This design comes from an exercise in tuning for small area, a short achievable clock period and few clock cycles on the open sky130 flow, not from production work. In this exercise RTL edits were held to simulation tests only and were not proved equivalent to the original.

## flow/design.v (module list and top-level ports; edited modules follow where they fit)
// module xq_pathvel: 5736 lines
module xq_pathvel (
    input  wire        clk,
    input  wire        rst,
    input  wire        in_valid,
    output wire        in_ready,
    input  wire [31:0] in_tau_up,
    input  wire [31:0] in_tau_down,
    input  wire [31:0] in_zero_off,
    input  wire [31:0] in_k,
    input  wire [31:0] in_len,
    output reg         out_valid,
    output reg         out_ok,
    output reg  [31:0] out_vel,
    output reg  [31:0] out_sos
);
  // ...
==> flow/flow/run.sh <==
#!/bin/bash
# The standard layout (the standard.sh: ORFS on the design's clock period and
# constraints), with the timing repair asked to leave more setup slack than the default, so
# that the resizer also works on paths well inside the 20 ns period.
set -euo pipefail
bash standard.sh SETUP_SLACK_MARGIN=14.5 finish > flow_make.log 2>&1
==> flow/standard.sh <==
#!/bin/bash
# synth_recipe.tcl (not shown) runs the flow's synth.tcl, then flattens the netlist and writes it again
# the make line also repeats each setting of config.mk as NAME=value (left out here)
make -C /OpenROAD-flow-scripts/flow DESIGN_CONFIG=/design/flow/config.mk WORK_HOME=/design/flow/orfs CLKGATE_MAP_FILE= SYNTH_SCRIPT=/design/flow/synth_recipe.tcl "${@:-finish}"
==> flow/config.mk <==
export PLATFORM = sky130hd
export DESIGN_NAME = xq_pathvel
export DESIGN_NICKNAME = xq_pathvel
export VERILOG_FILES = /design/flow/design.v
export SDC_FILE = /design/flow/constraint.sdc
export NUM_CORES = 4
export LEC_CHECK = 0
export CAP_MARGIN = 20
export CORE_MARGIN = 2
export CORE_UTILIZATION = 55
export CTS_CLUSTER_SIZE = 30
export PLACE_DENSITY = 0.65
export SLEW_MARGIN = 20
==> flow/constraint.sdc <==
create_clock -name core_clock -period 20.0 [get_ports {clk}]
set_input_delay 4.0000 -clock core_clock [delete_from_list [all_inputs] [get_ports {clk}]]
set_output_delay 4.0000 -clock core_clock [all_outputs]
set_load 0.01 [all_outputs]
==> notes.md, run 1 <==
Synthesized-area fraction occupied by and/or/nand/nor cells: 7.657%
Maximum capacitance violations: 0
Effective utilization at floorplan: 55.25%
FF/Latch Area: 0.1186 mm^2
Most frequent cell after synthesis: sky130_fd_sc_hd__inv_1
HPWL after detailed placement: 868300 um
Type of the worst setup path: flip-flop to output port
Library cell used as clock root buffer: sky130_fd_sc_hd__clkbuf_16
Run status: complete, no violations
Portion of synthesized cell area occupied by the leading cell type: 30.55%
Top cells by instance count after synthesis: 7549 x sky130_fd_sc_hd__inv_1, 5901 x sky130_fd_sc_hd__dfxtp_1, 3908 x sky130_fd_sc_hd__fa_1
Share of cell area taken by flip-flops and latches: 27.84%
Worst reg2reg endpoint: s12_cq[1]
Peak clock frequency supported by timing: 0.1787 GHz
Global-route layer with the greatest usage: met2
Path category of the worst min-delay check: flip-flop to flip-flop
Proportion of cell area occupied by multi-input gates: 54.70%
CP startpoint kind: flip-flop
Number of global-route vias before repair: 297900
Uppermost layer routed: met5
1st-iter DRT viols: 27350
Final cell utilization of the core: 60.87%
Post-cts resize count: 947
Met1 routing resource usage after global routing: 42.47%
Worst-skew pair later-pin latency: 1180 ps
Avg Inst Size Synth: 9.270 um^2
Number of buffers added by the clock tree synthesis step: 640
Post-placement setup slack: 12920 ps
IO Port Bufs: 229
Instance count of the mapped netlist: 41710
Cell class contributing the biggest share of worst-path delay: flip-flops
Number of optimization iterations in the first detailed-route pass: 10
Layout Cells excl Fill: 50290
Testbench counts, summed over its fixed seeds: cycles 1,744.
==> run 2: changes to the inputs <==
--- a/flow/design.v
+++ b/flow/design.v
@@ -5679,58 +5679,49 @@
     wire        f_vz0 = (s15_vrs ^ s15_vrc) == {s15_vrs[63:0] | s15_vrc[63:0], 1'b0};
     wire [64:0] f_t1s = s15_vrs ^ s15_vrc ^ s15_vdd;
     wire [64:0] f_t1c = {((s15_vrs[63:0] & s15_vrc[63:0]) | (s15_vdd[63:0] & (s15_vrs[63:0] ^ s15_vrc[63:0]))), 1'b0};
     wire        f_vz1 = (f_t1s ^ f_t1c) == {f_t1s[63:0] | f_t1c[63:0], 1'b0};
     wire [35:0] f_vqp = {s15_vqd[52] & ~s15_vqd[53], s15_vqd[51] & ~s15_vqd[53], s15_vqd[49] & ~s15_vqd[50], s15_vqd[48] & ~s15_vqd[50], s15_vqd[46] & ~s15_vqd[47], s15_vqd[45] & ~s15_vqd[47], s15_vqd[43] & ~s15_vqd[44], s15_vqd[42] & ~s15_vqd[44], s15_vqd[40] & ~s15_vqd[41], s15_vqd[39] & ~s15_vqd[41], s15_vqd[37] & ~s15_vqd[38], s15_vqd[36] & ~s15_vqd[38], s15_vqd[34] & ~s15_vqd[35], s15_vqd[33] & ~s15_vqd[35], s15_vqd[31] & ~s15_vqd[32], s15_vqd[30] & ~s15_vqd[32], s15_vqd[28] & ~s15_vqd[29], s15_vqd[27] & ~s15_vqd[29], s15_vqd[25] & ~s15_vqd[26], s15_vqd[24] & ~s15_vqd[26], s15_vqd[22] & ~s15_vqd[23], s15_vqd[21] & ~s15_vqd[23], s15_vqd[19] & ~s15_vqd[20], s15_vqd[18] & ~s15_vqd[20], s15_vqd[16] & ~s15_vqd[17], s15_vqd[15] & ~s15_vqd[17], s15_vqd[13] & ~s15_vqd[14], s15_vqd[12] & ~s15_vqd[14], s15_vqd[10] & ~s15_vqd[11], s15_vqd[9] & ~s15_vqd[11], s15_vqd[7] & ~s15_vqd[8], s15_vqd[6] & ~s15_vqd[8], s15_vqd[4] & ~s15_vqd[5], s15_vqd[3] & ~s15_vqd[5], s15_vqd[1] & ~s15_vqd[2], s15_vqd[0] & ~s15_vqd[2]};
     wire [35:0] f_vqn = {s15_vqd[52] & s15_vqd[53], s15_vqd[51] & s15_vqd[53], s15_vqd[49] & s15_vqd[50], s15_vqd[48] & s15_vqd[50], s15_vqd[46] & s15_vqd[47], s15_vqd[45] & s15_vqd[47], s15_vqd[43] & s15_vqd[44], s15_vqd[42] & s15_vqd[44], s15_vqd[40] & s15_vqd[41], s15_vqd[39] & s15_vqd[41], s15_vqd[37] & s15_vqd[38], s15_vqd[36] & s15_vqd[38], s15_vqd[34] & s15_vqd[35], s15_vqd[33] & s15_vqd[35], s15_vqd[31] & s15_vqd[32], s15_vqd[30] & s15_vqd[32], s15_vqd[28] & s15_vqd[29], s15_vqd[27] & s15_vqd[29], s15_vqd[25] & s15_vqd[26], s15_vqd[24] & s15_vqd[26], s15_vqd[22] & s15_vqd[23], s15_vqd[21] & s15_vqd[23], s15_vqd[19] & s15_vqd[20], s15_vqd[18] & s15_vqd[20], s15_vqd[16] & s15_vqd[17], s15_vqd[15] & s15_vqd[17], s15_vqd[13] & s15_vqd[14], s15_vqd[12] & s15_vqd[14], s15_vqd[10] & s15_vqd[11], s15_vqd[9] & s15_vqd[11], s15_vqd[7] & s15_vqd[8], s15_vqd[6] & s15_vqd[8], s15_vqd[4] & s15_vqd[5], s15_vqd[3] & s15_vqd[5], s15_vqd[1] & s15_vqd[2], s15_vqd[0] & s15_vqd[2]};
     wire [35:0] f_cqp = {s15_cqd[52] & ~s15_cqd[53], s15_cqd[51] & ~s15_cqd[53], s15_cqd[49] & ~s15_cqd[50], s15_cqd[48] & ~s15_cqd[50], s15_cqd[46] & ~s15_cqd[47], s15_cqd[45] & ~s15_cqd[47], s15_cqd[43] & ~s15_cqd[44], s15_cqd[42] & ~s15_cqd[44], s15_cqd[40] & ~s15_cqd[41], s15_cqd[39] & ~s15_cqd[41], s15_cqd[37] & ~s15_cqd[38], s15_cqd[36] & ~s15_cqd[38], s15_cqd[34] & ~s15_cqd[35], s15_cqd[33] & ~s15_cqd[35], s15_cqd[31] & ~s15_cqd[32], s15_cqd[30] & ~s15_cqd[32], s15_cqd[28] & ~s15_cqd[29], s15_cqd[27] & ~s15_cqd[29], s15_cqd[25] & ~s15_cqd[26], s15_cqd[24] & ~s15_cqd[26], s15_cqd[22] & ~s15_cqd[23], s15_cqd[21] & ~s15_cqd[23], s15_cqd[19] & ~s15_cqd[20], s15_cqd[18] & ~s15_cqd[20], s15_cqd[16] & ~s15_cqd[17], s15_cqd[15] & ~s15_cqd[17], s15_cqd[13] & ~s15_cqd[14], s15_cqd[12] & ~s15_cqd[14], s15_cqd[10] & ~s15_cqd[11], s15_cqd[9] & ~s15_cqd[11], s15_cqd[7] & ~s15_cqd[8], s15_cqd[6] & ~s15_cqd[8], s15_cqd[4] & ~s15_cqd[5], s15_cqd[3] & ~s15_cqd[5], s15_cqd[1] & ~s15_cqd[2], s15_cqd[0] & ~s15_cqd[2]};
     wire [35:0] f_cqn = {s15_cqd[52] & s15_cqd[53], s15_cqd[51] & s15_cqd[53], s15_cqd[49] & s15_cqd[50], s15_cqd[48] & s15_cqd[50], s15_cqd[46] & s15_cqd[47], s15_cqd[45] & s15_cqd[47], s15_cqd[43] & s15_cqd[44], s15_cqd[42] & s15_cqd[44], s15_cqd[40] & s15_cqd[41], s15_cqd[39] & s15_cqd[41], s15_cqd[37] & s15_cqd[38], s15_cqd[36] & s15_cqd[38], s15_cqd[34] & s15_cqd[35], s15_cqd[33] & s15_cqd[35], s15_cqd[31] & s15_cqd[32], s15_cqd[30] & s15_cqd[32], s15_cqd[28] & s15_cqd[29], s15_cqd[27] & s15_cqd[29], s15_cqd[25] & s15_cqd[26], s15_cqd[24] & s15_cqd[26], s15_cqd[22] & s15_cqd[23], s15_cqd[21] & s15_cqd[23], s15_cqd[19] & s15_cqd[20], s15_cqd[18] & s15_cqd[20], s15_cqd[16] & s15_cqd[17], s15_cqd[15] & s15_cqd[17], s15_cqd[13] & s15_cqd[14], s15_cqd[12] & s15_cqd[14], s15_cqd[10] & s15_cqd[11], s15_cqd[9] & s15_cqd[11], s15_cqd[7] & s15_cqd[8], s15_cqd[6] & s15_cqd[8], s15_cqd[4] & s15_cqd[5], s15_cqd[3] & s15_cqd[5], s15_cqd[1] & s15_cqd[2], s15_cqd[0] & s15_cqd[2]};
-    wire [35:0] f_vq = f_vqp - f_vqn;
-    wire [35:0] f_cq = f_cqp - f_cqn;
+    wire [37:0] f_vb = {2'b00, f_vqp} - {2'b00, f_vqn} - {36'd0, s15_neg, 1'b0};
+    wire [36:0] f_cb = {1'b0, f_cqp} - {1'b0, f_cqn} + 37'd1;
     reg        s16_ok, s16_neg, s16_spv, s16_spc, s16_vn, s16_cn, s16_vz;
-    reg [35:0] s16_vq, s16_cq;
+    reg [37:0] s16_vb;
+    reg [36:0] s16_cb;
     always @(posedge clk) begin
         s16_ok  <= s15_ok;
         s16_neg <= s15_neg;
         s16_spv <= s15_spv;
         s16_spc <= s15_spc;
         s16_vn  <= f_vr[64];
         s16_cn  <= f_cr[64];
         s16_vz  <= f_vz0 | f_vz1;
-        s16_vq  <= f_vq;
-        s16_cq  <= f_cq;
+        s16_vb  <= f_vb;
+        s16_cb  <= f_cb;
     end
-    wire [1:0]  g_inc = s16_neg ? {1'b0, ~s16_vz} : 2'd1;
-    wire signed [37:0] g_adj = $signed({36'd0, g_inc}) - $signed({37'd0, s16_vn}) - $signed({35'd0, s16_neg, 1'b0});
-    wire signed [37:0] g_t = $signed({2'b00, s16_vq}) + g_adj;
+    wire        g_inc = s16_neg ? ~s16_vz : 1'b1;
+    wire [1:0]  g_d = {~g_inc & s16_vn, g_inc ^ s16_vn};    
+    wire [37:0] g_t = s16_vb + {{36{g_d[1]}}, g_d};
     wire [36:0] g_u = g_t[37:1];
-    wire [36:0] g_ct = {1'b0, s16_cq} + 37'd1 - {36'd0, s16_cn};
-    reg        s17_ok, s17_neg, s17_spv, s17_spc;
-    reg [36:0] s17_u, s17_ct;
+    wire [36:0] g_ct = s16_cb - {36'd0, s16_cn};
+    wire        h_big = ~g_u[36] & (|g_u[35:31]);
+    wire [31:0] h_vel = s16_neg ? ((s16_spv | h_big) ? 32'h80000000 : ~g_u[31:0])
+                                : ((s16_spv | h_big) ? 32'h7FFFFFFF : g_u[31:0]);
+    wire [31:0] h_sos = (s16_spc | (|g_ct[36:33])) ? 32'hFFFFFFFF : g_ct[32:1];
     always @(posedge clk) begin
-        s17_ok  <= s16_ok;
-        s17_neg <= s16_neg;
-        s17_spv <= s16_spv;
-        s17_spc <= s16_spc;
-        s17_u   <= g_u;
-        s17_ct  <= g_ct;
-    end
-    wire        h_big = ~s17_u[36] & (|s17_u[35:31]);
-    wire [31:0] h_vel = s17_neg ? ((s17_spv | h_big) ? 32'h80000000 : ~s17_u[31:0])
-                                : ((s17_spv | h_big) ? 32'h7FFFFFFF : s17_u[31:0]);
-    wire [31:0] h_sos = (s17_spc | (|s17_ct[36:33])) ? 32'hFFFFFFFF : s17_ct[32:1];
-    always @(posedge clk) begin
-        out_ok  <= s17_ok;
+        out_ok  <= s16_ok;
         out_vel <= h_vel;
         out_sos <= h_sos;
     end
-    reg [17:0] vld;
+    reg [16:0] vld;
     always @(posedge clk) begin
         if (rst) begin
-            vld       <= 18'd0;
+            vld       <= 17'd0;
             out_valid <= 1'b0;
         end else begin
-            vld       <= {vld[16:0], in_valid & rdy_r};
-            out_valid <= vld[17];
+            vld       <= {vld[15:0], in_valid & rdy_r};
+            out_valid <= vld[16];
         end
     end
 endmodule
==> flow/config.mk (replaced) <==
export PLATFORM = sky130hd
export DESIGN_NAME = xq_pathvel
export DESIGN_NICKNAME = xq_pathvel
export VERILOG_FILES = /design/flow/design.v
export SDC_FILE = /design/flow/constraint.sdc
export NUM_CORES = 4
export LEC_CHECK = 0
export CAP_MARGIN = 20
export CORE_MARGIN = 2
export CORE_UTILIZATION = 65
export CTS_CLUSTER_SIZE = 30
export PLACE_DENSITY = 0.72
export SLEW_MARGIN = 20
==> notes.md, run 2 <==
TritonCTS clock tree: yes (unchanged)
Total Die Area: 0.6023 mm^2 (was 0.7098 mm^2)
Warnings from Yosys: 1 (unchanged)
Clk pin slew, worst setup/hold paths: 60 ps (about the same)
Overflow left after global routing: 0 (unchanged)
Count of final setup violators: 0 (unchanged)
Maximum capacitance violations: 0 (unchanged)
Leading register cell type out of synthesis: sky130_fd_sc_hd__dfxtp_1 (unchanged)
Final worst path period need: 5704 ps (was 5596 ps)
Worst slew pin tran: 1389 ps (was 1264 ps)
Worst R2R Start: s11_vrc[56] (was c13_rs[56])
Post-synthesis cell type count: 113 (was 111)
Die X-Extent: 776.1 um (was 842.5 um)
Layout Nets: 46820 (was 46540)
HPWL after detailed placement: 878700 um (was 868300 um)
Net count of the mapped netlist: 48180 (was 47830)
Library cell used as clock root buffer: sky130_fd_sc_hd__clkbuf_16 (unchanged)
Top cells by area in the synthesized netlist: sky130_fd_sc_hd__dfxtp_1 30%, sky130_fd_sc_hd__fa_1 20%, sky130_fd_sc_hd__inv_1 7.2% (was sky130_fd_sc_hd__dfxtp_1 31%, sky130_fd_sc_hd__fa_1 20%, sky130_fd_sc_hd__inv_1 7.3%)
Max-slew headroom: 7.418% (was 15.77%)
Portion of synthesized cell area occupied by the leading cell type: 30.10% (was 30.55%)
Post-route DRC violation count: 0 (unchanged)
Netlist area before placement: 0.3875 mm^2 (was 0.3867 mm^2)
Maximum fanout along the worst path: 4 (was 1)
Number of global-route vias before repair: 308600 (was 297900)
Proportion of layout cells with a drive suffix above 1: 7.947% (was 8.292%)
Instance area at placement: 0.3926 mm^2 (was 0.3937 mm^2)
Final std cell area, no fill: 0.4239 mm^2 (was 0.4260 mm^2)
Area growth from synthesis to layout: 9.415% (was 10.16%)
Run status: complete, no violations (unchanged)
Top Ports: 230 (unchanged)
Max Transition Viols Final: 0 (unchanged)
Number of buffers added by the clock tree synthesis step: 618 (was 640)
Largest registers ranked by flip-flop count: s2_pa (78), s2_pb (78) (unchanged)
IO Port Bufs: 229 (unchanged)
Number of antenna violations at the first check in global routing: 59 (was 51)
Most frequent standard cell in the layout excluding fill and tap cells: sky130_fd_sc_hd__inv_1 (unchanged)
Type of the worst setup path: flip-flop to flip-flop (was flip-flop to output port)
R2R depth: 26 (was 24)
Arrival time of the worst setup path: 6730 ps (was 1600 ps)
Final Hold Slack: 278.4 ps (was 305.6 ps)
Hold path start: s14_cqd[11] (was s8_cqd[4])
Most frequent cell after synthesis: sky130_fd_sc_hd__inv_1 (unchanged)
Most used cells in the layout excluding fill and tap cells: 7422 x sky130_fd_sc_hd__inv_1, 5573 x sky130_fd_sc_hd__dfxtp_1, 3876 x sky130_fd_sc_hd__fa_1 (was 7503 x sky130_fd_sc_hd__inv_1, 5639 x sky130_fd_sc_hd__dfxtp_1, 3870 x sky130_fd_sc_hd__fa_1)
Top cells by instance count after synthesis: 7465 x sky130_fd_sc_hd__inv_1, 5826 x sky130_fd_sc_hd__dfxtp_1, 3908 x sky130_fd_sc_hd__fa_1 (was 7549 x sky130_fd_sc_hd__inv_1, 5901 x sky130_fd_sc_hd__dfxtp_1, 3908 x sky130_fd_sc_hd__fa_1)
Instance count of the mapped netlist: 42090 (was 41710)
CP startpoint kind: flip-flop (unchanged)
Cts-stage hold buffer count: 0 (unchanged)
1st-iter DRT viols: 32670 (was 27350)
Setup TNS: 0 ps (unchanged)
Hold violation total from the final report: 0 (unchanged)
Final period util: 28.52% (was 27.98%)
Required time at the worst-slack endpoint: 21020 ps (was 16000 ps)
Share of flip-flops with an asynchronous set or reset: 0% (unchanged)
Number of optimization iterations in the first detailed-route pass: 14 (was 10)
Largest net degree at the start of global routing: 84 (was 138)
Post-DR wirelength/cell: 26.17 um (was 24.49 um)
RSZ-0062 raised after global routing: true (unchanged)
Sequential area share after synthesis: 30.10% (was 30.55%)
Critical Path Source: s11_vrc[56] (was out_vel[3])
Cell type with the largest total area after synthesis: sky130_fd_sc_hd__dfxtp_1 (unchanged)
Routability cong.: 0.9744 (was 0.9700)
Final wirelength: 1286000 um (was 1232000 um)
Path category of the worst min-delay check: flip-flop to flip-flop (unchanged)
CP Capture Type: flip-flop (was output port)
Setup clock skew after layout: 101.8 ps (was 84.43 ps)
Ratio of routed vias to standard cells: 6.148 (was 5.751)
Total track usage: 40.97% (was 33.35%)
Placed insts: 47600 (was 48670)
Die height: 776.1 um (was 842.5 um)
Worst-skew pair later-pin latency: 1170 ps (was 1180 ps)
Core Rows: 283 (was 307)
Peak clock frequency supported by timing: 0.1753 GHz (was 0.1787 GHz)
Core Region: 0.5938 mm^2 (was 0.6999 mm^2)
Layout Cells excl Fill: 49150 (was 50290)
Maximum buffer depth of the clock tree: 4 (unchanged)
#FFs+latches synth: 5826 (was 5901)
Number of H-tree branching levels: 6 (unchanged)
Effective utilization at floorplan: 65.25% (was 55.25%)
Cell count of the worst hold path: 0 (unchanged)
First-pass GRT wire length: 1897000 um (was 1846000 um)
Via count: 302200 (was 289200)
Count of nets left with antenna violations after detail routing: 0 (unchanged)
Avg Inst Size Synth: 9.204 um^2 (was 9.270 um^2)
EDFF count, synth: 0 (unchanged)
Clock tree sinks: 5826 (was 5901)
==> run 2: cell count changes after synthesis, moves of 70 or more <==
cell	previous run	this run
sky130_fd_sc_hd__nor2_1	2440	2794
sky130_fd_sc_hd__a211oi_1	788	925
sky130_fd_sc_hd__o21ai_0	1591	1482
sky130_fd_sc_hd__inv_1	7549	7465
sky130_fd_sc_hd__dfxtp_1	5901	5826
sky130_fd_sc_hd__clkbuf_2	79	149
==> run 2: worst paths after layout <==
path,to,slack [ps]
worst max-delay path,s12_vq[2],14300
worst min-delay path,s15_cqd[17],280
worst max register to register,s12_vq[2],14300
worst min register to register,s15_cqd[17],280
==> run 2: kinds of logic after synthesis <==
kind of cell               synth area share, %
muxes                                    5.064
buffers and inverters                    10.25
and+or+nand+nor                          8.122
xor gates and xnor gates                 6.017
AOI/OAI and AO/OA                        13.76
DFF                                      30.10
adders and majority gates                26.69
==> run 2: routing by layer <==
metal / up-vias / wire length (um) / GRT usage, %
met4: 54 / 114300 / 27.38
met5: - / 478 / 0.1660
met3: 5813 / 128700 / 9.004
met2: 18690 / 572400 / 64.93
met1: 145600 / 470000 / 50.45
li1: 132000 / - / -
==> run 2: repair_timing <==
item,CTS,global route
setup buffers,140,149
gates resized for setup,949,603
setup endpoints to repair,1893,1399
cloned,41,31
pin swaps,129,257
==> run 2: critical path, stage by stage (launching register included) <==
cell	delay [ps]
sky130_fd_sc_hd__dfxtp_4	380
sky130_fd_sc_hd__ha_4	140
sky130_fd_sc_hd__inv_2	40
sky130_fd_sc_hd__fa_2	410
sky130_fd_sc_hd__xnor2_4	210
sky130_fd_sc_hd__buf_4	160
sky130_fd_sc_hd__ha_4	190
sky130_fd_sc_hd__a21o_1	200
sky130_fd_sc_hd__a21oi_2	210
sky130_fd_sc_hd__nor2b_4	50
sky130_fd_sc_hd__o31a_4	320
sky130_fd_sc_hd__or2_4	300
sky130_fd_sc_hd__buf_16	150
sky130_fd_sc_hd__nor2_4	80
sky130_fd_sc_hd__a211oi_2	50
sky130_fd_sc_hd__fa_1	540
sky130_fd_sc_hd__inv_2	80
sky130_fd_sc_hd__ha_4	170
sky130_fd_sc_hd__fa_2	440
sky130_fd_sc_hd__xor2_4	220
sky130_fd_sc_hd__ha_1	330
sky130_fd_sc_hd__nor2b_4	140
sky130_fd_sc_hd__o21ai_2	150
sky130_fd_sc_hd__nand2b_1	90
sky130_fd_sc_hd__a211oi_2	290
sky130_fd_sc_hd__o41ai_2	120
sky130_fd_sc_hd__nor2_1	140
==> run 2: area by class of cell <==
type                    instances  area (um^2)
clock inverters               344         4942
well taps                    7837         9806
flip-flops and latches       5826       117100
clock buffers                 796        17150
inverters                    7486        28130
diodes                         49        122.6
repair inverters                2        12.51
repair buffers               1040        11290
fillers                     44300       169900
multi-input cells           25770       235400
==> run 2: through the flow <==
| stage | setup WS [ps] | util [%] |
|---|---|---|
| floorplan | 14480 | - |
| detailed placement | 13080 | 66.12 |
| finish | 14300 | 71.39 |
| CTS | 14310 | 70.61 |
| global route | 14110 | 71.38 |
| global placement | 13120 | 66.12 |
Testbench counts of run 2, summed over its fixed seeds: cycles 1,736.
==> run 3: changes to the inputs <==
--- a/flow/config.mk
+++ b/flow/config.mk
@@ -7,7 +7,7 @@
 export LEC_CHECK = 0
 export CAP_MARGIN = 20
 export CORE_MARGIN = 2
-export CORE_UTILIZATION = 65
+export CORE_UTILIZATION = 55
 export CTS_CLUSTER_SIZE = 30
-export PLACE_DENSITY = 0.72
+export PLACE_DENSITY = 0.65
 export SLEW_MARGIN = 20
==> notes.md, run 3 <==
Run status: complete, no violations (unchanged)
Type of the worst setup path: flip-flop to output port (was flip-flop to flip-flop)
Max Transition Viols Final: 0 (unchanged)
Worst-skew pair later-pin latency: 1170 ps (about the same)
Instance area at placement: 0.3945 mm^2 (was 0.3926 mm^2)
Arrival time of the worst setup path: 1620 ps (was 6730 ps)
Max-slew headroom: 13.47% (was 7.418%)
Most frequent cell after synthesis: sky130_fd_sc_hd__inv_1 (unchanged)
Top cells by area in the synthesized netlist: sky130_fd_sc_hd__dfxtp_1 30%, sky130_fd_sc_hd__fa_1 20%, sky130_fd_sc_hd__inv_1 7.2% (unchanged)
Path category of the worst min-delay check: flip-flop to flip-flop (unchanged)
First-pass GRT wire length: 1905000 um (was 1897000 um)
Cell class contributing the biggest share of worst-path delay: flip-flops (was adder cells)
Layout Nets: 46890 (was 46820)
Cts-stage hold buffer count: 0 (unchanged)
1st-iter DRT viols: 27840 (was 32670)
Core Rows: 308 (was 283)
Total track usage: 34.64% (was 40.97%)
Number of optimization iterations in the first detailed-route pass: 9 (was 14)
Avg Inst Size Synth: 9.204 um^2 (unchanged)
Final wirelength: 1291000 um (was 1286000 um)
Clk pin slew, worst setup/hold paths: 60 ps (about the same)
Core Region: 0.7025 mm^2 (was 0.5938 mm^2)
Final Hold Slack: 302.5 ps (was 278.4 ps)
Cell type with the largest total area after synthesis: sky130_fd_sc_hd__dfxtp_1 (unchanged)
Hold violation total from the final report: 0 (unchanged)
Most used cells in the layout excluding fill and tap cells: 7417 x sky130_fd_sc_hd__inv_1, 5570 x sky130_fd_sc_hd__dfxtp_1, 3875 x sky130_fd_sc_hd__fa_1 (was 7422 x sky130_fd_sc_hd__inv_1, 5573 x sky130_fd_sc_hd__dfxtp_1, 3876 x sky130_fd_sc_hd__fa_1)
Top cells by instance count after synthesis: 7465 x sky130_fd_sc_hd__inv_1, 5826 x sky130_fd_sc_hd__dfxtp_1, 3908 x sky130_fd_sc_hd__fa_1 (unchanged)
Final cell utilization of the core: 60.82% (was 71.39%)
Netlist area before placement: 0.3875 mm^2 (unchanged)
Count of nets left with antenna violations after detail routing: 0 (unchanged)
RSZ-0062 raised after global routing: true (unchanged)
Number of global-route vias before repair: 302100 (was 308600)
Maximum buffer depth of the clock tree: 4 (unchanged)
Effective utilization at floorplan: 55.15% (was 65.25%)
Warnings from Yosys: 1 (unchanged)
Final std cell area, no fill: 0.4273 mm^2 (was 0.4239 mm^2)
Worst slew pin tran: 1298 ps (was 1389 ps)
Net count of the mapped netlist: 48180 (unchanged)
Sequential area share after synthesis: 30.10% (unchanged)
Largest net degree at the start of global routing: 174 (was 84)
Routability cong.: 0.9570 (was 0.9744)
Area growth from synthesis to layout: 10.28% (was 9.415%)
Number of H-tree branching levels: 6 (unchanged)
Crit path setup slack, layout: 14380 ps (was 14300 ps)
#FFs+latches synth: 5826 (unchanged)
Layout Cells excl Fill: 50690 (was 49150)
CP startpoint kind: flip-flop (unchanged)
Peak clock frequency supported by timing: 0.1781 GHz (was 0.1753 GHz)
Setup TNS: 0 ps (unchanged)
Overflow left after global routing: 0 (unchanged)
Post-placement setup slack: 13300 ps (was 13080 ps)
Total Die Area: 0.7112 mm^2 (was 0.6023 mm^2)
Layout fillers: 59100 (was 44300)
Count of final setup violators: 0 (unchanged)
Library cell used as clock root buffer: sky130_fd_sc_hd__clkbuf_16 (unchanged)
Largest registers ranked by flip-flop count: s2_pa (78), s2_pb (78) (unchanged)
Setup clock skew after layout: 81.87 ps (was 101.8 ps)
Number of antenna violations at the first check in global routing: 43 (was 59)
Top Ports: 230 (unchanged)
Post-DR wirelength/cell: 25.47 um (was 26.17 um)
Die X-Extent: 843.3 um (was 776.1 um)
Die height: 843.3 um (was 776.1 um)
Post-synthesis cell type count: 113 (unchanged)
Final period util: 28.08% (was 28.52%)
Final worst path period need: 5616 ps (was 5704 ps)
HPWL after detailed placement: 898200 um (was 878700 um)
Buffers and inverters on the worst path: 1 (was 4)
Portion of synthesized cell area occupied by the leading cell type: 30.10% (unchanged)
Ratio of routed vias to standard cells: 5.810 (was 6.148)
Critical path, cell by cell: buf_6
Most frequent standard cell in the layout excluding fill and tap cells: sky130_fd_sc_hd__inv_1 (unchanged)
Post-route DRC violation count: 0 (unchanged)
Instance count of the mapped netlist: 42090 (unchanged)
Required time at the worst-slack endpoint: 16000 ps (was 21020 ps)
Proportion of layout cells with a drive suffix above 1: 8.258% (was 7.947%)
CP Capture Type: output port (was flip-flop)
Via count: 294500 (was 302200)
Leading register cell type out of synthesis: sky130_fd_sc_hd__dfxtp_1 (unchanged)
EDFF count, synth: 0 (unchanged)
Standard cell with the maximum stage delay on the critical path: sky130_fd_sc_hd__dfxtp_4 (was sky130_fd_sc_hd__fa_1)
Placed insts: 49060 (was 47600)
TritonCTS clock tree: yes (unchanged)
Number of buffers added by the clock tree synthesis step: 637 (was 618)
Maximum capacitance violations: 0 (unchanged)
Clock tree sinks: 5826 (unchanged)
Delay contributed by the slowest stage of the critical path: 380 ps (was 540 ps)
Maximum fanout along the worst path: 1 (was 4)
Share of flip-flops with an asynchronous set or reset: 0% (unchanged)
IO Port Bufs: 229 (unchanged)
-- run 3: cell counts after synthesis --
No cell type changed its count.
-- run 3: layout make-up --
type	count	area, um^2	share of cell area, %
Multi-Input combinational cell	25780	235900	55.21
Clock buffer	843	18070	4.230
Inverter	7486	28150	6.589
Sequential cell	5826	117100	27.40
Antenna cell	48	120.1	0.02811
Timing Repair Buffer	1075	11660	2.730
Timing Repair inverter	1	7.507	0.001757
Clock inverter	327	4674	1.094
Tap cell	9300	11640	2.723
-- run 3: routing by layer --
layer / share of wire, % / GRT usage [%] / vias up
met5: 0.014 / 0.08664 / -
met4: 7.2 / 19.11 / 26
met3: 7.9 / 6.160 / 4110
met2: 45 / 56.03 / 14420
met1: 39 / 44.14 / 143700
li1: - / - / 132200
-- run 3: logic make-up (layout without fill, tap and decap cells) --
group | after synthesis | after routing | synth area share, %
AOI/OAI and AO/OA | 8234 | 8243 | 13.76
xor gates and xnor gates | 2662 | 2662 | 6.017
adders and majority gates | 5919 | 5919 | 26.69
buffers and inverters | 10510 | 9732 | 10.25
DFF | 5826 | 5826 | 30.10
muxes | 1896 | 1896 | 5.064
other | 0 | 48 | 0
and+or+nand+nor | 7046 | 7063 | 8.122
-- run 3: worst paths after layout --
kind	slack, ps	depth (start not counted)	startpoint	end
setup / recovery	14380	1	out_sos[30]	out_sos[30]
hold / removal	300	0	s10_vqd[11]	s11_vqd[17]
setup reg to reg	14550	12	s1_k[38]	s2_pb[41]
hold reg to reg	300	0	s10_vqd[11]	s11_vqd[17]
-- run 3: what timing repair did --
action	4_1_cts	5_1_grt
pin swaps	135	309
endpoints found under the setup margin	1860	1579
buffers inserted	152	171
resized for setup	950	722
endpoints found under the hold margin	0	0
cloned	44	41
==> run 4: changes to the inputs <==
==> flow/flow/run.sh (replaced) <==
#!/bin/bash
# The standard layout (the standard.sh: ORFS on the design's clock period and
# constraints), with the timing repair asked to leave more setup slack than the default, so
# that the resizer also works on paths well inside the 20 ns period.
set -euo pipefail
bash standard.sh SETUP_SLACK_MARGIN=14.4 finish > flow_make.log 2>&1
--- a/flow/config.mk
+++ b/flow/config.mk
@@ -8,6 +8,7 @@
 export CAP_MARGIN = 20
 export CORE_MARGIN = 2
 export CORE_UTILIZATION = 55
-export CTS_CLUSTER_SIZE = 30
+export CTS_CLUSTER_DIAMETER = 60
+export CTS_CLUSTER_SIZE = 50
 export PLACE_DENSITY = 0.65
 export SLEW_MARGIN = 20
==> notes.md, run 4 <==
Run status: complete, no violations (unchanged)
Arrival time of the worst setup path: 1600 ps (was 1620 ps)
Hold violation total from the final report: 0 (unchanged)
Ratio of routed vias to standard cells: 5.797 (was 5.810)
IO Port Bufs: 229 (unchanged)
Number of gates on the worst path with buffers counted: 1 (unchanged)
Final period util: 28.01% (was 28.08%)
Worst R2R Start: s2_pb[39] (was s1_k[38])
TritonCTS clock tree: yes (unchanged)
#FFs+latches synth: 5826 (unchanged)
Core Region: 0.7025 mm^2 (unchanged)
Cell type with the largest total area after synthesis: sky130_fd_sc_hd__dfxtp_1 (unchanged)
Die X-Extent: 843.3 um (unchanged)
Final worst path period need: 5601 ps (was 5616 ps)
Worst reg2reg endpoint: s3_x[63] (was s2_pb[41])
R2R depth: 14 (was 12)
Clk pin slew, worst setup/hold paths: 110 ps (was 60 ps)
Cts-stage hold buffer count: 0 (unchanged)
Sequential area share after synthesis: 30.10% (unchanged)
Clock tree sinks: 5826 (unchanged)
Largest registers ranked by flip-flop count: s2_pa (78), s2_pb (78) (unchanged)
Final wirelength: 1279000 um (was 1291000 um)
Proportion of layout cells with a drive suffix above 1: 7.358% (was 8.258%)
Number of buffers added by the clock tree synthesis step: 471 (was 637)
Layout Cells excl Fill: 50400 (was 50690)
Termination of the worst setup path: out_sos[29] (was out_sos[30])
Portion of synthesized cell area occupied by the leading cell type: 30.10% (unchanged)
Effective utilization at floorplan: 55.15% (unchanged)
Delay contributed by the slowest stage of the critical path: 330 ps (was 380 ps)
Routability cong.: 0.9636 (was 0.9570)
Netlist area before placement: 0.3875 mm^2 (unchanged)
Most frequent standard cell in the layout excluding fill and tap cells: sky130_fd_sc_hd__inv_1 (unchanged)
Avg Inst Size Synth: 9.204 um^2 (unchanged)
Maximum buffer depth of the clock tree: 4 (unchanged)
Worst slew pin tran: 1366 ps (was 1298 ps)
Worst setup slack for register-to-register paths: 14460 ps (was 14550 ps)
Standard cell with the maximum stage delay on the critical path: sky130_fd_sc_hd__dfxtp_1 (was sky130_fd_sc_hd__dfxtp_4)
Die height: 843.3 um (unchanged)
Warnings from Yosys: 1 (unchanged)
Number of global-route vias before repair: 298500 (was 302100)
Overflow left after global routing: 0 (unchanged)
Required time at the worst-slack endpoint: 16000 ps (about the same)
Library cell used as clock root buffer: sky130_fd_sc_hd__clkbuf_16 (unchanged)
Max Transition Viols Final: 0 (unchanged)
Maximum fanout along the worst path: 1 (unchanged)
1st-iter DRT viols: 27180 (was 27840)
EDFF count, synth: 0 (unchanged)
Total track usage: 34.50% (was 34.64%)
Share of flip-flops with an asynchronous set or reset: 0% (unchanged)
Number of antenna violations at the first check in global routing: 43 (unchanged)
HPWL after detailed placement: 905200 um (was 898200 um)
Worst-skew pair later-pin latency: 1160 ps (was 1170 ps)
Top cells by instance count after synthesis: 7465 x sky130_fd_sc_hd__inv_1, 5826 x sky130_fd_sc_hd__dfxtp_1, 3908 x sky130_fd_sc_hd__fa_1 (unchanged)
Instance count of the mapped netlist: 42090 (unchanged)
Post-route DRC violation count: 0 (unchanged)
First-pass GRT wire length: 1892000 um (was 1905000 um)
Path category of the worst min-delay check: flip-flop to flip-flop (unchanged)
Instance area at placement: 0.3946 mm^2 (was 0.3945 mm^2)
Type of the worst setup path: flip-flop to output port (unchanged)
Critical path, cell by cell: buf_2 (was buf_6)
CP Capture Type: output port (unchanged)
Area growth from synthesis to layout: 8.737% (was 10.28%)
Top Ports: 230 (unchanged)
Maximum capacitance violations: 0 (unchanged)
Top cells by area in the synthesized netlist: sky130_fd_sc_hd__dfxtp_1 30%, sky130_fd_sc_hd__fa_1 20%, sky130_fd_sc_hd__inv_1 7.2% (unchanged)
Max-slew headroom: 8.809% (was 13.47%)
Most used cells in the layout excluding fill and tap cells: 7424 x sky130_fd_sc_hd__inv_1, 5580 x sky130_fd_sc_hd__dfxtp_1, 3880 x sky130_fd_sc_hd__fa_1 (was 7417 x sky130_fd_sc_hd__inv_1, 5570 x sky130_fd_sc_hd__dfxtp_1, 3875 x sky130_fd_sc_hd__fa_1)
Most frequent cell after synthesis: sky130_fd_sc_hd__inv_1 (unchanged)
Number of optimization iterations in the first detailed-route pass: 12 (was 9)
CP startpoint kind: flip-flop (unchanged)
Net count of the mapped netlist: 48180 (unchanged)
Cell class contributing the biggest share of worst-path delay: flip-flops (unchanged)
Buffers and inverters on the worst path: 1 (unchanged)
Leading register cell type out of synthesis: sky130_fd_sc_hd__dfxtp_1 (unchanged)
Via count: 292100 (was 294500)
Largest net degree at the start of global routing: 78 (was 174)
Cell count of the worst hold path: 0 (unchanged)
Post-synthesis cell type count: 113 (unchanged)
Core Rows: 308 (unchanged)
Number of H-tree branching levels: 5 (was 6)
RSZ-0062 raised after global routing: true (unchanged)
Setup TNS: 0 ps (unchanged)
Final std cell area, no fill: 0.4213 mm^2 (was 0.4273 mm^2)
Layout fillers: 60100 (was 59100)
Layout Nets: 46670 (was 46890)
Total Die Area: 0.7112 mm^2 (unchanged)
Setup clock skew after layout: 80.11 ps (was 81.87 ps)
Count of final setup violators: 0 (unchanged)
Peak clock frequency supported by timing: 0.1785 GHz (was 0.1781 GHz)
Placed insts: 49080 (was 49060)
Critical Path Source: out_sos[29] (was out_sos[30])
Post-DR wirelength/cell: 25.38 um (was 25.47 um)
Count of nets left with antenna violations after detail routing: 0 (unchanged)
-- run 4: per-layer routing --
layer / global-route usage (%) / up-vias / part of all wire (%)
met3: 6.133 / 3988 / 7.8
met1: 44.13 / 142600 / 40
li1: - / 131700 / -
met4: 18.06 / 24 / 7.1
met2: 56.08 / 13790 / 46
met5: 0.01999 / - / 0.013
-- run 4: cell type report --
class	instances	area (um^2)	area share (%)
flip-flops and latches	5826	117100	27.79
multi-input cells	25770	235000	55.78
clock inverters	396	6556	1.556
clock buffers	494	12010	2.850
repair buffers	1027	10670	2.531
repair inverters	2	10.01	0.002376
inverters	7486	28120	6.675
well taps	9300	11640	2.762
diodes	92	230.2	0.05464
-- run 4: through the flow --
step	worst slack, ps	utilization, %	hold WS (ps)
2_1_floorplan	14400	-	309.6
3_3_place_gp	12880	56.17	309.5
3_5_place_dp	13060	56.18	312.1
4_1_cts	14310	59.33	258.8
5_1_grt	14230	59.96	291.6
6_report	14400	59.97	292.9
-- run 4: worst min path at each step --
stage | slack (ps) | from | end
floorplan | 310 | s16_ok | out_ok
global placement | 310 | s11_vqd[34] | s12_vqd[37]
detailed placement | 310 | s9_vqd[16] | s10_vqd[19]
CTS | 260 | s5_spc | s6_spc
global route | 290 | s5_spc | s6_spc
finish | 290 | s5_spc | s6_spc
-- run 4: what timing repair did --
action | in CTS | in global routing
gates cloned | 33 | 32
buffers inserted | 103 | 164
endpoints found under the setup margin | 1806 | 1390
pin swaps | 83 | 212
gates resized for setup | 839 | 595
-- run 4: logic make-up after synthesis --
| kind of cell | after synthesis | synth area share, % |
|---|---|---|
| flip-flops | 5826 | 30.10 |
| multiplexers | 1896 | 5.064 |
| AND/OR/NAND/NOR | 7046 | 8.122 |
| adder cells (fa/ha/maj) | 5919 | 26.69 |
| XOR/XNOR | 2662 | 6.017 |
| AO/OA/AOI/OAI | 8234 | 13.76 |
| buffers and inverters | 10510 | 10.25 |
-- run 4: worst reg2reg max path, stage by stage (launching register included) --
cell and delay, ps:
sky130_fd_sc_hd__dfxtp_1 330, sky130_fd_sc_hd__ha_1 660, sky130_fd_sc_hd__nand2_1 240, sky130_fd_sc_hd__nor4_1 760, sky130_fd_sc_hd__o211ai_1 240, sky130_fd_sc_hd__buf_4 260, sky130_fd_sc_hd__a2111oi_0 570, sky130_fd_sc_hd__o31a_1 260
sky130_fd_sc_hd__mux2i_1 520, sky130_fd_sc_hd__a32oi_1 190, sky130_fd_sc_hd__nand2_1 180, sky130_fd_sc_hd__mux2i_1 110, sky130_fd_sc_hd__mux2i_1 270, sky130_fd_sc_hd__mux2i_1 200, sky130_fd_sc_hd__mux2i_2 630

==> port drivers added, routing unchanged <==
No port has a modelled driver above. Below, the same layouts with a new extraction and two added sets of constraints. Step 1, drivers: a clkbuf_16 drives clk and a buf_2 each remaining input, both assumed. Step 2 moves the port delays by t, midway between the first and last clock arrival at a register: inputs arrive t later, outputs are due t later. That takes back most of the time a late clock gives input paths. Slacks: ideal ports / drivers / drivers and shift; pairs: ideal ports / drivers.
run | t (ns) | setup slack, ns | slew at the worst register clock pin (ns) | worst slew at a driven data input, ns | pins driven straight from the clock port
run 1 | 1.282 | 14.404 / 14.255 / 14.461 | 0.07 / 0.07 | 0.07 | 1
run 2 | 1.268 | 14.296 / 14.248 / 14.296 | 0.08 / 0.08 | 0.07 | 1
run 3 | 1.278 | 14.384 / 14.235 / 14.549 | 0.08 / 0.08 | 0.11 | 1
run 4 | 1.280 | 14.399 / 14.245 / 14.462 | 0.12 / 0.12 | 0.12 | 1
After both steps setup and hold are still met in every run listed.
